This design comes from an exercise in tuning for small area, a short achievable clock period and few clock cycles on the open sky130 flow, not from production work.
In this exercise RTL edits were held to simulation tests only and were not proved equivalent to the original.
Power and IR drop assume default switching activity.

// lens_intu
module lens_intu (
    input         clk,
    input         rst,
    input         a0_mv,
    input  [3:0]  a0_port,
    input  [31:0] a0_data,
    input         a1_mv,
    input  [3:0]  a1_port,
    input  [31:0] a1_data,
    input         m_mv,
    input  [3:0]  m_port,
    input  [31:0] m_data,
    input         d_mv,
    input  [3:0]  d_port,
    input  [31:0] d_data,
    output [31:0] a0_out,
    output        a0_bwe,
    output [7:0]  a0_bidx,
    output        a0_bval,
    output [31:0] a1_out,
    output        a1_bwe,
    output [7:0]  a1_bidx,
    output        a1_bval,
    output [31:0] mlo,
    output [31:0] mhi,
    output [31:0] d_out,
    output [31:0] d_rem,
    output        d_busy,
    output        d_done,
    output        d_set16,
    output        d_set17
);
    lens_alu u_alu0 (.clk(clk), .rst(rst), .mv(a0_mv), .port(a0_port), .data(a0_data),
                     .out(a0_out), .bwe(a0_bwe), .bidx(a0_bidx), .bval(a0_bval));
    lens_alu u_alu1 (.clk(clk), .rst(rst), .mv(a1_mv), .port(a1_port), .data(a1_data),
                     .out(a1_out), .bwe(a1_bwe), .bidx(a1_bidx), .bval(a1_bval));
    lens_mul u_mul  (.clk(clk), .rst(rst), .mv(m_mv), .port(m_port), .data(m_data),
                     .mlo(mlo), .mhi(mhi));
    lens_div u_div  (.clk(clk), .rst(rst), .mv(d_mv), .port(d_port), .data(d_data),
  ...
Size in the first run: roughly 680 flip-flops, roughly 370 I/O pins.
export LEC_CHECK = 0
export ABC_AREA = 1
export CAP_MARGIN = 20
export CORE_MARGIN = 2
export CORE_UTILIZATION = 40
export SETUP_SLACK_MARGIN = 5
export SLEW_MARGIN = 20
create_clock -name core_clock -period 11.0 [get_ports {clk}]
standard.sh (not shown) runs the stock make flow with config.mk's settings and CLKGATE_MAP_FILE= SYNTH_SCRIPT=/design/flow/synth_recipe.tcl, a recipe that flattens the netlist after the stock synthesis.
==> flow/flow/run.sh <==
#!/bin/bash
set -euo pipefail
M=6.5
sed -e "s/SETUP_SLACK_MARGIN=[0-9.]*/SETUP_SLACK_MARGIN=$M \"BUFFER_PORTS_ARGS=-buffer_cell sky130_fd_sc_hd__buf_1\"/" standard.sh > standard_tuned.sh
grep -q "SETUP_SLACK_MARGIN=$M" standard_tuned.sh
bash standard_tuned.sh > standard.log 2>&1
Testbench counts at the start, summed over its fixed seeds: cycles 37,904.
Rerun with:
- CORE_UTILIZATION: 40 -> 45
The changed run produced a clean layout. Power climbs by 0.49%. Non-clock buffer count goes down by 49. Hold slack loses 0.0087 ns. Combinational power rises by about 2%. Routed wire length stays flat. Final area decreases by 1.8%. Global-route usage climbs by 4.3 points. Clock-buffer cell count drops by 1.
Rerun with:
--- a/flow/flow/run.sh
+++ b/flow/flow/run.sh
@@ -3 +3 @@
-M=6.5
+M=6.65
=>
- global-route usage rises by 0.97 points
- via count is higher by 2.3%
- cell count rose by 1.3%
- critical path depth is unchanged
- area after synthesis stays the same
- total power went up by 3.0%
- wire length is higher by 4.4%
Rerun with:
--- a/flow/flow/run.sh
+++ b/flow/flow/run.sh
@@ -3 +3 @@
-M=6.65
+M=6.5
- CORE_UTILIZATION: 45 -> 50
After rerunning:
- setup slack gets better by 0.0073 ns
- cell count falls by about 3.2%
- hold slack gets worse by 0.0093 ns
- non-clock buffer count drops by 150
- die area fell by about 10%
- design area fell by 3.6%
- first-iteration DRC count went down by about 6%
- routed wire length falls by 7.2%
- register-to-register slack stays flat

---

lens_intu, a different RTL version from the one above (not shown whole).
For scale: ~11,000 cells after synthesis, roughly 680 flip-flops, roughly 370 I/O pins.
==> flow/config.mk <==
export PLATFORM = sky130hd
export DESIGN_NAME = lens_intu
export DESIGN_NICKNAME = lens_intu
export VERILOG_FILES = /design/flow/design.v
export SDC_FILE = /design/flow/constraint.sdc
export NUM_CORES = 4
export LEC_CHECK = 0
export ABC_AREA = 1
export CAP_MARGIN = 20
export CORE_MARGIN = 2
export CORE_UTILIZATION = 60
export SETUP_SLACK_MARGIN = 5
export SLEW_MARGIN = 20
==> flow/constraint.sdc <==
create_clock -name core_clock -period 11.0 [get_ports {clk}]
set_input_delay 2.2000 -clock core_clock [delete_from_list [all_inputs] [get_ports {clk}]]
set_output_delay 2.2000 -clock core_clock [all_outputs]
set_load 0.01 [all_outputs]
==> flow/flow/run.sh <==
#!/bin/bash
set -euo pipefail
M=6.5
sed -e "s/SETUP_SLACK_MARGIN=[0-9.]*/SETUP_SLACK_MARGIN=$M \"BUFFER_PORTS_ARGS=-buffer_cell sky130_fd_sc_hd__buf_1\"/" standard.sh > standard_tuned.sh
grep -q "SETUP_SLACK_MARGIN=$M" standard_tuned.sh
bash standard_tuned.sh > standard.log 2>&1
The starting point died in global routing.
Testbench counts at the start, summed over its fixed seeds: cycles 37,904.
Rerun with:
CORE_UTILIZATION = 50   (was 60)
The changed run completed without violations.
Synthesized cell count stays the same.
Area after synthesis is unchanged.
Rerun with:
ABC_AREA = default   (was 1)
- non-clock buffer count is higher by 69
- design area grows by a few percent
- total power went down by about a fifth
- cell count shrinks by roughly a tenth
- sequential power goes down by a few percent
- setup slack gets worse by 0.065 ns
- hold slack stays flat
- synthesized cell count falls by roughly a tenth

static timing again, ports no longer ideal:
The flow's constraints put no driver on any port. The routed layouts listed below were extracted and timed again, unchanged, in two steps. Step 1 sets driving cells, clkbuf_16 on the clock port and buf_2 on the other inputs (assumed; they add their load-dependent delay and slew). Step 2 moves the port delays by t, midway between the first and last clock arrival at a register: inputs arrive t later, outputs are due t later. That takes back most of the time a late clock gives input paths. a / b / c = no drivers / after step 1 / after step 2; a / b = the first two.
| run | shift t [ns] | slack for setup (ns) | hold slack, ns | worst setup path after step 2 |
|---|---|---|---|---|
| the first run of note 1 | 0.841 | 6.497 / 6.488 / 5.722 | 0.373 / 0.373 / 0.373 | input to register |
| the second run of note 1 | 0.794 | 6.439 / 6.439 / 5.813 | 0.365 / 0.365 / 0.365 | input to register |
| the third run of note 1 | 0.814 | 6.490 / 6.488 / 5.781 | 0.378 / 0.378 / 0.378 | input to register |
| the fourth run of note 1 | 0.798 | 6.498 / 6.498 / 5.753 | 0.368 / 0.368 / 0.368 | input to register |
| the second run of note 2 | 0.800 | 6.496 / 6.496 / 5.718 | 0.373 / 0.373 / 0.373 | input to register |
| the third run of note 2 | 0.825 | 6.431 / 6.490 / 5.665 | 0.370 / 0.370 / 0.370 | input to register |
After both steps setup and hold are still met in every run listed. For the second run of note 2, which loses most, drivers alone change the setup slack by 0.000 ns; drivers and shift together by -0.778 ns.
